This design comes from an exercise in tuning for small area and a short achievable clock period on the open sky130 flow, not from production work.
The RTL was checked by simulation tests, not by an equivalence proof against the original design.
Power and IR drop assume default switching activity.

// rs108_line_dec
module rs108_line_dec (
    input  wire         clk,
    input  wire         rst,
    input  wire         in_valid,
    input  wire [319:0] in_data,
    input  wire         in_mark_en,
    input  wire [3:0]   in_mark_dev,
    input  wire         in_retry_en,
    input  wire         in_reread,
    output reg          out_valid,
    output reg          out_last,
    output reg  [255:0] out_data,
    output reg  [2:0]   out_kind,
    output reg  [3:0]   out_dev,
    output reg  [3:0]   out_beat
);
export LEC_CHECK = 0
export CAP_MARGIN = 20
export CORE_MARGIN = 2
export CORE_UTILIZATION = 70
export CTS_CLUSTER_SIZE = 30
export SLEW_MARGIN = 20
create_clock -name core_clock -period 16.5 [get_ports {clk}]
standard.sh (not shown) runs the stock make flow with config.mk's settings and CLKGATE_MAP_FILE= SYNTH_SCRIPT=/design/flow/synth_recipe.tcl, a recipe that flattens the netlist after the stock synthesis.
==> flow/flow/run.sh <==
#!/bin/bash
set -euo pipefail
bash standard.sh "BUFFER_PORTS_ARGS=-buffer_cell sky130_fd_sc_hd__buf_1" \
  "SETUP_SLACK_MARGIN=10.5" finish > make.log 2>&1
The first run produced a clean layout.
Edit:
==> flow/flow/run.sh (replaced) <==
#!/bin/bash
set -euo pipefail
bash standard.sh "BUFFER_PORTS_ARGS=-buffer_cell sky130_fd_sc_hd__buf_2" \
  "SETUP_SLACK_MARGIN=11.5" finish > make.log 2>&1
CORE_UTILIZATION = 60   (was 70)
CTS_CLUSTER_SIZE = default   (was 30)
Outcome: With this change the flow aborted during 5_1_grt; synthesized area does not change; synthesized cell count is unchanged.
Edit:
==> flow/flow/run.sh (replaced) <==
#!/bin/bash
set -euo pipefail
bash standard.sh "BUFFER_PORTS_ARGS=-buffer_cell sky130_fd_sc_hd__buf_1" \
  "SETUP_SLACK_MARGIN=10.5" finish > make.log 2>&1
CORE_UTILIZATION = 70   (was 60)
Result:
- The new run produced a clean layout
- area after synthesis stays the same
- synthesized cell count stays the same
Edit:
==> flow/flow/run.sh (replaced) <==
#!/bin/bash
# Layout flow: the standard ORFS flow (standard.sh), with every input and
# output port buffered by a sky130_fd_sc_hd__buf_2 instead of the default
# port buffer cell. make's full output goes to make.log here; ORFS keeps each
# step's log under orfs/logs/.
set -euo pipefail
bash standard.sh "BUFFER_PORTS_ARGS=-buffer_cell sky130_fd_sc_hd__buf_2" finish > make.log 2>&1
CORE_UTILIZATION = 60   (was 70)
Clock skew came out lower by 0.0058 ns.
Setup slack is worse by 0.41 ns.
Power went down by 3.6%.
Die area climbs by 16%.
Critical path depth does not change.
Fmax fell by 6.3%.

---

Setup of run A:
Starting RTL as in the previous note.
export LEC_CHECK = 0
export CAP_MARGIN = 20
export CORE_MARGIN = 2
export CORE_UTILIZATION = 60
export SLEW_MARGIN = 20
create_clock -name core_clock -period 16.5 [get_ports {clk}]
==> flow/flow/run.sh <==
#!/bin/bash
set -euo pipefail
bash standard.sh "BUFFER_PORTS_ARGS=-buffer_cell sky130_fd_sc_hd__buf_2" \
  "SETUP_SLACK_MARGIN=10.5" finish > make.log 2>&1
Run A completed every stage of the flow, and the final layout passed the timing, DRC and antenna checks.
Changes in run B relative to run A:
Settings: changing CORE_UTILIZATION from 60 to 70.
Notes after the runs:
Changes observed in run B relative to run A: switching component of the power now larger; largest incremental delay on the critical path now larger; initial core utilization now larger; utilization now larger. Lower fraction of layout cells with a size suffix above 1 was reported by run A, not run B. Relative to run A, run B degrades cell area. Between run A and run B, the worst setup slack is higher for run B. The instance count after placement with tap cells included in run B sits 78 below the value recorded for run A. Diff run A -> run B | overall die area | down by more than 10%. Compared with run A, run B shows maximum frequency that has gone up slightly.
--- input diff run B..run C ---
Settings: CTS_BUF_LIST now sky130_fd_sc_hd__clkbuf_8, previously not set.
==> flow/flow/run.sh <==
#!/bin/bash
set -euo pipefail
bash standard.sh "BUFFER_PORTS_ARGS=-buffer_cell sky130_fd_sc_hd__buf_1" \
  "SETUP_SLACK_MARGIN=10.5" finish > make.log 2>&1
On simple-gate share of the synthesized area, run B and run C are basically level. On setup slack, run B and run C are neck and neck. Run C vs run B — final standard cell area without fillers dropped about 3%. Re initial antenna violation count: run C is 7 down on run B. In the reports for run B and run C, the larger part of the power in the clock network belongs to run B. Relative to run B, fraction of power consumed by sequential logic has increased by 0.9 points in run C. Looking at signal arrival time at the worst endpoint, run C sits above run B.

---

== run 1 ==
rs108_line_dec again, from the RTL that the note above started with.
Settings: LEC_CHECK=0, CAP_MARGIN=20, CORE_MARGIN=2, CORE_UTILIZATION=60, SLEW_MARGIN=20; clock period 16.5 ns.
==> flow/flow/run.sh <==
#!/bin/bash
set -euo pipefail
bash standard.sh "BUFFER_PORTS_ARGS=-buffer_cell sky130_fd_sc_hd__buf_1" \
  "SETUP_SLACK_MARGIN=10.5" finish > make.log 2>&1
Edits applied to the flow inputs when going from run 1 to run 2:
==> flow/flow/run.sh <==
#!/bin/bash
set -euo pipefail
bash standard.sh "BUFFER_PORTS_ARGS=-buffer_cell sky130_fd_sc_hd__buf_1" \
  "SETUP_SLACK_MARGIN=10.8" finish > make.log 2>&1
--- outcome ---
- Number of cells on the critical path: run 1 and run 2 compared, higher one is run 1
- Of run 1 and run 2, run 2 shows the higher net switching power, with run 1 below it.
- Compared to run 1, run 2 leaves less free space in the core.
- Looking at area added between synthesis and finish across run 1 and run 2, the one that comes out higher is run 2.
- Run 2: met2 layer wire length in the routed design higher than run 1
## Diff of input files: run 3 against run 2
Settings: swapping 60 for 70 in CORE_UTILIZATION.
==> flow/flow/run.sh <==
#!/bin/bash
set -euo pipefail
bash standard.sh "BUFFER_PORTS_ARGS=-buffer_cell sky130_fd_sc_hd__buf_1" \
  "SETUP_SLACK_MARGIN=10.6" finish > make.log 2>&1
### Flow results
Delta (run 3 minus run 2): least setup slack across all paths after layout fell by 38 ps, worst slew margin relative to its limit rose by 9.2 points, detailed-route wire length per cell rose by about 11%, count of buffering cells on the critical path with inverters included rose by 1, proportion of power drawn by the clock network rose by 1.1 points.
Area growth from synthesis to layout, run 3 and run 2: larger value in run 2
Run 3 vs run 2 — horizontal die dimension dropped by a little under 10%
Non-clock buffer count (lower): run 3
Taking run 2 as the reference point, the portion of total power attributed to combinational logic of run 3 falls by 1.5 points.
Combinational-cell power consumption down about 4.3% in run 3 wrt run 2
Against run 2, first-iteration DRC count in run 3 came out worse.
For run 3, the worst setup path endpoint was out_dev[3], unlike run 2, where it was out_dev[0].
--- input diff run 3..run 4 ---
==> flow/flow/run.sh <==
#!/bin/bash
set -euo pipefail
bash standard.sh "BUFFER_PORTS_ARGS=-buffer_cell sky130_fd_sc_hd__buf_1" \
  "SETUP_SLACK_MARGIN=10.4" finish > make.log 2>&1
## What came out
- Taking run 3 as the reference, in run 4 power saw a decrease; CTS buffer count saw an increase.
- Run 4 — final-layout worst hold slack 12 ps lower, run 3 as reference
- Of run 3 and run 4, the lower combinational share of power belongs to run 4.
- End point of the critical path = out_dev[3]: run 3; end point of the critical path = out_dev[1]: run 4
- Worst setup slack before clock tree synthesis delta for run 4 relative to run 3: 61 ps lower

afterwards: timing with drivers on the ports:
The results above use ideal ports. As a check the final layouts listed here were re-extracted and re-timed, cells and wires unchanged. Step 1: set_driving_cell puts a clkbuf_16 on clk and a buf_2 on each other input, an assumption about the parent block. Step 2 also shifts input and output timing later by t, the mid clock arrival at the registers, as if the neighbouring blocks saw the same clock. Three values: ideal, step 1, step 2; two values: the first two.
run	t (ns)	slack for setup (ns)	worst register clock-pin slew, ns
the first run of note 1	0.626	10.416 / 10.357 / 9.958	0.06 / 0.06
the third run of note 1	0.626	10.416 / 10.357 / 9.958	0.06 / 0.06
the fourth run of note 1	0.629	10.007 / 9.949 / 9.630	0.07 / 0.07
run A	0.627	10.392 / 10.333 / 9.937	0.06 / 0.06
run B	0.625	10.455 / 10.396 / 9.920	0.07 / 0.07
run C	0.678	10.456 / 10.413 / 9.811	0.07 / 0.07
run 1	0.625	10.421 / 10.362 / 10.020	0.06 / 0.06
run 2	0.627	10.554 / 10.496 / 10.243	0.06 / 0.06
run 3	0.630	10.517 / 10.463 / 9.965	0.07 / 0.07
run 4	0.625	10.326 / 10.268 / 9.884	0.06 / 0.06
After both steps every run listed still meets setup and hold. For run C, which loses most, drivers alone change the setup slack by -0.043 ns; drivers and shift together by -0.645 ns.
